Background: an optimization exercise with open tools, aiming at small area, a short achievable clock period and few clock cycles. Do not read the settings as production practice.
At most, simulation tests tie the RTL to the original design; equivalence was not proved.
Power and IR drop assume default switching activity.

==> inputs of job 233 <==
// kn4_mx_pack
module kn4_mx_pack (
    input  wire         clk,
    input  wire         rst,           
    input  wire         in_valid,
    output wire         in_ready,
    input  wire [31:0]  in_data,       
    input  wire [1:0]   in_fmt,        
    input  wire [2:0]   in_rnd,        
    output reg          out_valid,
    input  wire         out_ready,
    output reg  [7:0]   out_scale,     
    output reg  [255:0] out_elem,      
    output reg  [3:0]   out_flags      
);
    reg        ir_v;                   
    reg [5:0]  occ;                    
    reg [4:0]  n;                      
    reg [5:0]  r;                      
    reg        f_v, b_v;               
    reg [4:0]  wc;                     
    reg        rdy;                    
    wire pop  = (r != 6'd0) & ~b_v;
    wire load = ir_v & (~occ[5] | pop);
    assign in_ready = rdy;
    reg [31:0] ir_d;
    reg [1:0]  ir_fmt;
    reg [2:0]  ir_rnd;
    wire ir_free = ~ir_v | ~occ[5] | pop;      
    always @(posedge clk) begin
        if (ir_free) begin
            ir_d   <= in_data;
            ir_fmt <= in_fmt;
            ir_rnd <= in_rnd;
        end
    end
    wire        sgn   = ir_d[31];
    wire [7:0]  ex    = ir_d[30:23];
    wire [22:0] fr    = ir_d[22:0];
    wire        ex_z  = (ex == 8'd0);
    wire        ex_f  = (&ex);
    wire        fr_nz = (fr != 23'd0);
    wire        is_nan  = ex_f & fr_nz;
    wire        is_inf  = ex_f & ~fr_nz;
    wire        is_zero = ex_z & ~fr_nz;
    wire        z16 = ~(|fr[22:7]);
    wire [22:0] nb  = z16 ? {fr[6:0], 16'd0} : fr;
    wire        k1  = ~z16 & (|fr[2:0]);
    wire        z8  = ~(|nb[22:15]);
    wire [22:3] nc  = z8 ? {nb[14:3], 8'd0} : nb[22:3];
    wire        k2  = |nc[10:3];
  ...
export LEC_CHECK = 0
export CAP_MARGIN = 20
export CORE_MARGIN = 2
export CORE_UTILIZATION = 70
export CTS_CLUSTER_DIAMETER = 50
export CTS_CLUSTER_SIZE = 25
export PLACE_DENSITY = 0.8
export SLEW_MARGIN = 20
create_clock -name core_clock -period 15.0 [get_ports {clk}]
standard.sh (not shown) runs the stock make flow with config.mk's settings and CLKGATE_MAP_FILE= SYNTH_SCRIPT=/design/flow/synth_recipe.tcl, a recipe that flattens the netlist after the stock synthesis.
==> flow/flow/run.sh <==
#!/bin/bash
# Own layout flow: the standard synthesis unchanged, then the standard ORFS
# layout with plain buffers on the ports and timing repair aimed below the
# clock period (SETUP_SLACK_MARGIN) so that the achieved period shrinks.
set -euo pipefail
MARGIN=${MARGIN:-10.9}
bash standard.sh synth > synth.log 2>&1
bash standard.sh "BUFFER_PORTS_ARGS=-buffer_cell sky130_fd_sc_hd__buf_1" \
    "SETUP_SLACK_MARGIN=$MARGIN" finish > layout.log 2>&1
==> job 3954: changes against job 233 <==
--- a/flow/design.v
+++ b/flow/design.v
@@ -21,33 +21,32 @@
             endcase
         end
     endfunction
     wire       sgn  = it[14];
     wire       zero = it[13];
-    wire [4:0] ef   = it[12:8];
+    wire [4:0] eb   = it[12:8];
     wire [2:0] sh   = it[7:5];
     wire [3:0] f    = it[4:1];
     wire       st   = it[0];
     wire fb3 = (fmt == 2'd0) | (fmt == 2'd3);    
     wire [9:0] p = {1'b1, f, 5'b0} >> sh;
-    wire [6:0] code = fb3 ? {ef[3:0], p[8:6]} : {ef, p[8:7]};
-    wire       lsb  = fb3 ? p[6] : p[7];
+    wire [3:0] kept = fb3 ? p[9:6] : {1'b0, p[9:7]};
     wire       g    = fb3 ? p[5] : p[6];
     wire       s    = (fb3 ? (|p[4:0]) : (|p[5:0])) | st;
-    wire       up   = round_up(rnd, sgn, lsb, g, s);
-    wire [6:0] code_inc = code + 7'd1;
-    wire [6:0] rsum     = up ? code_inc : code;
+    wire [7:0] code = fb3 ? ({eb, 3'b000} + {4'd0, kept}) : ({1'b0, eb, 2'b00} + {4'd0, kept});
+    wire       up   = round_up(rnd, sgn, kept[0], g, s);
+    wire [7:0] rsum = code + {7'd0, up};
     reg [6:0] maxc;
-    reg       ovf;
     always @* begin
         case (fmt)
-            2'd0:    begin maxc = 7'h7E; ovf = (code == 7'h7F) | (up & (code == 7'h7E)); end
-            2'd1:    begin maxc = 7'h7B; ovf = up & (code == 7'h7B); end
-            default: begin maxc = 7'h1F; ovf = up & (code[4:0] == 5'h1F); end
-        endcase
-    end
-    wire [6:0] mag     = ovf ? maxc : rsum;
+            2'd0:    maxc = 7'h7E;
+            2'd1:    maxc = 7'h7B;
+            default: maxc = 7'h1F;
+        endcase
+    end
+    wire       ovf  = (rsum > {1'b0, maxc});
+    wire [6:0] mag  = ovf ? maxc : rsum[6:0];
     wire       inexact = g | s;
     wire allones = fb3 ? (&f[3:1]) : (&f[3:2]);
     wire g_full  = fb3 ? f[0] : f[1];
     wire s_full  = fb3 ? st : (f[0] | st);
     wire reach   = (sh == 3'd1) & allones & round_up(rnd, sgn, 1'b1, g_full, s_full);
@@ -82,13 +81,12 @@
     wire load = ir_v & (~occ[5] | pop);
     assign in_ready = rdy;
     reg [31:0] ir_d;
     reg [1:0]  ir_fmt;
     reg [2:0]  ir_rnd;
-    wire ir_free = ~ir_v | ~occ[5] | pop;      
-    always @(posedge clk) begin
-        if (ir_free) begin
+    always @(posedge clk) begin
+        if (in_ready) begin
             ir_d   <= in_data;
             ir_fmt <= in_fmt;
             ir_rnd <= in_rnd;
         end
     end
@@ -115,13 +113,13 @@
     wire        k4  = |ne[16:15];
     wire        z1  = ~ne[22];
     wire [22:17] ng = z1 ? {ne[21:17], 1'b0} : ne[22:17];
     wire        k5  = ng[17];
     wire [4:0]  lz  = {z16, z8, z4, z2, z1};
-    wire [8:0]  c_ex = is_zero ? 9'h100 :
-                       ex_z    ? (9'd0 - {4'd0, lz}) :
-                                 {1'b0, ex};
+    wire [8:0]  c_ex = is_zero ? 9'd0 :
+                       ex_z    ? {4'd0, 5'd23 - lz} :
+                                 ({1'b0, ex} + 9'd23);
     wire [3:0]  c_f  = ex_z ? ng[21:18] : fr[22:19];
     wire        c_st = ex_z ? (k1 | k2 | k3 | k4 | k5) : (|fr[18:0]);
     wire [14:0] cin  = {sgn, c_ex, c_f, c_st};
     reg [1:0] fb_fmt;
     reg [2:0] fb_rnd;
@@ -143,10 +141,19 @@
             2'd1:    cf_of = 5'd30;
             2'd2:    cf_of = 5'd7;
             default: cf_of = 5'd3;
         endcase
     endfunction
+    function [3:0] bias_of;
+        input [1:0] fm;
+        case (fm)
+            2'd0:    bias_of = 4'd7;
+            2'd1:    bias_of = 4'd15;
+            2'd2:    bias_of = 4'd3;
+            default: bias_of = 4'd1;
+        endcase
+    endfunction
     wire       first   = (n == 5'd0);
     wire [1:0] fmt_c   = first ? ir_fmt : fb_fmt;
     wire [2:0] rnd_c   = first ? ir_rnd : fb_rnd;
     wire [7:0] mx_prev = first ? {4'd0, emax_of(ir_fmt)} : fb_mx;
     wire [7:0] mx_c    = (ex > mx_prev) ? ex : mx_prev;
@@ -160,14 +167,22 @@
             fb_mx   <= mx_c;
             fb_spec <= spec_c;
             fb_nv   <= nv_c;
         end
     end
-    reg signed [9:0] hd_kn1;
-    always @(posedge clk) begin
-        if (trans)
-            hd_kn1 <= $signed({5'd0, cf_of(fb_fmt)}) - $signed({2'd0, mx_c});
+    reg signed [9:0] hd_kn;            
+    reg [1:0]  hd_fmt;
+    reg [2:0]  hd_rnd;
+    reg        hd_spec, hd_nv;
+    always @(posedge clk) begin
+        if (trans) begin
+            hd_kn   <= $signed({5'd0, cf_of(fmt_c)}) - 10'sd24 - $signed({2'd0, mx_c});
+            hd_fmt  <= fmt_c;
+            hd_rnd  <= rnd_c;
+            hd_spec <= spec_c;
+            hd_nv   <= nv_c;
+        end
     end
     wire [14:0] stg [0:31];
     genvar gi;
     generate
         for (gi = 0; gi < 32; gi = gi + 1) begin : g_fifo
@@ -178,32 +193,33 @@
             end
             assign stg[gi] = q;
         end
     endgenerate
     wire [14:0] hv   = stg[31];
-    wire        h_z  = (hv[13:5] == 9'h100);
-    wire signed [9:0] ef = $signed({hv[13], hv[13:5]}) + hd_kn1;    
-    wire        h_nm = ~ef[9] & (ef != 10'd0);
-    wire [9:0]  ns   = 10'd1 - ef;                                
-    wire [2:0]  h_sh = h_nm ? 3'd0 : ((ns > 10'd5) ? 3'd5 : ns[2:0]);
-    wire [4:0]  h_ef = h_nm ? ef[4:0] : 5'd0;
-    wire [14:0] item = {hv[14], h_z, h_ef, h_sh, hv[4:0]};
+    wire        h_z  = (hv[13:5] == 9'd0);
+    wire signed [9:0] t = $signed({1'b0, hv[13:5]}) + hd_kn;    
+    wire        h_nm = ~t[9];
+    wire [9:0]  nt   = -t;
+    wire [2:0]  h_sh = h_nm ? 3'd0 : ((nt > 10'd5) ? 3'd5 : nt[2:0]);
+    wire [4:0]  h_eb = h_nm ? t[4:0] : 5'd0;
+    wire [14:0] item = {hv[14], h_z, h_eb, h_sh, hv[4:0]};
     reg [1:0] op_fmt;
     reg [2:0] op_rnd;
     reg       op_spec, op_nv;
     reg [7:0] op_scale;
+    wire [9:0] sc_w = {6'd0, bias_of(hd_fmt)} - 10'd24 - hd_kn;
     always @(posedge clk) begin
         if (pop && r == 6'd32) begin
-            op_fmt   <= fb_fmt;
-            op_rnd   <= fb_rnd;
-            op_spec  <= fb_spec;
-            op_nv    <= fb_nv;
-            op_scale <= fb_spec ? 8'hFF : (fb_mx - {4'd0, emax_of(fb_fmt)});
+            op_fmt   <= hd_fmt;
+            op_rnd   <= hd_rnd;
+            op_spec  <= hd_spec;
+            op_nv    <= hd_nv;
+            op_scale <= hd_spec ? 8'hFF : sc_w[7:0];
         end
     end
     reg [14:0] fq, bq;
-    wire wr = f_v & ((wc != 5'd0) | ~out_valid | out_ready);
+    wire wr = f_v & (~out_valid | out_ready);
     always @(posedge clk) begin
         if (~f_v | wr)
             fq <= b_v ? bq : item;
         else if (pop)
             bq <= item;
@@ -212,31 +228,22 @@
     wire       q_uf, q_nx;
     mx_quant u_q (
         .it(fq), .fmt(op_fmt), .rnd(op_rnd), .spec(op_spec),
         .elem(q_elem), .uf(q_uf), .nx(q_nx)
     );
-    wire out_free = ~out_valid | out_ready;
-    genvar gj;
-    generate
-        for (gj = 0; gj < 32; gj = gj + 1) begin : g_out
-            wire we = f_v & (wc == gj) & ((gj != 0) | out_free);
-            always @(posedge clk) begin
-                if (we) out_elem[8*gj +: 8] <= q_elem;
-            end
-        end
-    endgenerate
     always @(posedge clk) begin
         if (wr) begin
+            out_elem <= {q_elem, out_elem[255:8]};
             if (wc == 5'd0) begin
                 out_scale <= op_scale;
                 out_flags <= {op_nv, 1'b0, q_uf, q_nx};
             end else begin
                 out_flags[1:0] <= out_flags[1:0] | {q_uf, q_nx};
             end
         end
     end
-    wire       ir_v_n = ir_free ? in_valid : ir_v;
+    wire       ir_v_n = in_ready ? in_valid : ir_v;
     wire [5:0] occ_n  = occ + {5'd0, load} - {5'd0, pop};
     wire [5:0] r_n    = trans ? 6'd32 : (r - {5'd0, pop});
     wire       b_v_n  = (~f_v | wr) ? 1'b0 : (pop | b_v);
     always @(posedge clk) begin
         if (rst) begin
==> flow/flow/run.sh (replaced) <==
#!/bin/bash
# Own layout flow: the standard synthesis unchanged, then the standard ORFS
# layout with plain buffers on the ports and timing repair aimed below the
# clock period (SETUP_SLACK_MARGIN) so that the achieved period shrinks.
set -euo pipefail
MARGIN=${MARGIN:-10.5}
bash standard.sh synth > synth.log 2>&1
bash standard.sh "BUFFER_PORTS_ARGS=-buffer_cell sky130_fd_sc_hd__buf_1" \
    "SETUP_SLACK_MARGIN=$MARGIN" finish > layout.log 2>&1
==> flow/config.mk (replaced) <==
export PLATFORM = sky130hd
export DESIGN_NAME = kn4_mx_pack
export DESIGN_NICKNAME = kn4_mx_pack
export VERILOG_FILES = /design/flow/design.v
export SDC_FILE = /design/flow/constraint.sdc
export NUM_CORES = 4
export LEC_CHECK = 0
export CAP_MARGIN = 20
export CORE_MARGIN = 2
export CORE_UTILIZATION = 40
export PLACE_DENSITY = 0.6
export SLEW_MARGIN = 20
==> notes <==
- Die area: job 233 is smaller than job 3954 (43%).
- Utilization: job 233 is higher than job 3954 (33 points).
- Cell count: job 233 is lower than job 3954 (17%).
- Against job 233, the setup slack of job 3954 is lower by 0.13 ns.
- In job 3954 the first-iteration DRC count is smaller than in job 233, by about 45%.
- Of job 233 and job 3954, job 3954 has the higher area after synthesis (gap 0.87%, measured against job 3954).
- In job 233 the sequential power is lower than in job 3954, by about 8%.
- In job 3954 the clock skew is higher than in job 233, by 0.019 ns.
- In job 3954 the power is higher than in job 233, by 21%.
==> figures <==
quantity                                                                      job 233                     job 3954
Sequential cell power                                                         3.99 mW                      4.36 mW
Type of the setup path with the least slack               flip-flop to primary output       flip-flop to flip-flop
Slew at the pin closest to its max-slew limit                                 1.14 ns                     0.809 ns
Required time of the critical path                                           12.00 ns                     15.40 ns
Number of combinational gates with multiple inputs                                719                          714
Critical register-to-register path endpoint                       hd_kn1[8]$_DFFE_PP_  out_elem[253]$_SDFFCE_PP0P_
Share of power burned in combinational logic                                    20.7%                        20.6%
Half-perimeter wire length after placement                                    39.8 mm                      42.5 mm
Run status                                                             finished clean               finished clean
First drt pass iteration count                                                      7                            5
Share of cell area taken by flip-flops and latches                              73.5%                        70.0%
Horizontal die dimension                                                       216 µm                       285 µm
Fin worst setup slack                                                        10.69 ns                     10.55 ns
Number of buffers added by the clock tree synthesis step                           49                           89
Final design utilization                                                        80.5%                        47.9%
# resized after CTS                                                               104                           27
M1 wire length                                                                24.0 mm                      26.3 mm
Max Fanout on Critical Path                                                         1                            5
Simple logic cell fraction of the synthesized area                              5.91%                        5.59%
Testbench counts of job 233, summed over its fixed seeds: cycles 12,568.
No functional check of the RTL was part of job 3954.

==> re-timing with driven ports <==
In the flow no input, the clock included, has a driving cell. The finished layouts below were timed again as built, in two steps.
Step 1 (the two cells are an assumption about what drives the block):
set clk [get_ports {clk}]
set_driving_cell -lib_cell sky130_fd_sc_hd__clkbuf_16 $clk
set_driving_cell -lib_cell sky130_fd_sc_hd__buf_2 [delete_from_list [all_inputs] $clk]
Step 2 also shifts input and output timing later by t, the mid clock arrival at the registers, as if the neighbouring blocks saw the same clock.
Slacks: ideal ports / drivers / drivers and shift; pairs: ideal ports / drivers.
| run | t (ns) | slack for setup (ns) | clock arrival spread, ns |
|---|---|---|---|
| job 233 | 0.661 | 10.686 / 10.629 / 10.362 | 0.026 / 0.026 |
| job 3954 | 0.690 | 10.552 / 10.552 / 9.981 | 0.045 / 0.045 |
After both steps setup and hold are still met in every run listed. For job 3954, which loses most, drivers alone change the setup slack by 0.000 ns; drivers and shift together by -0.571 ns.
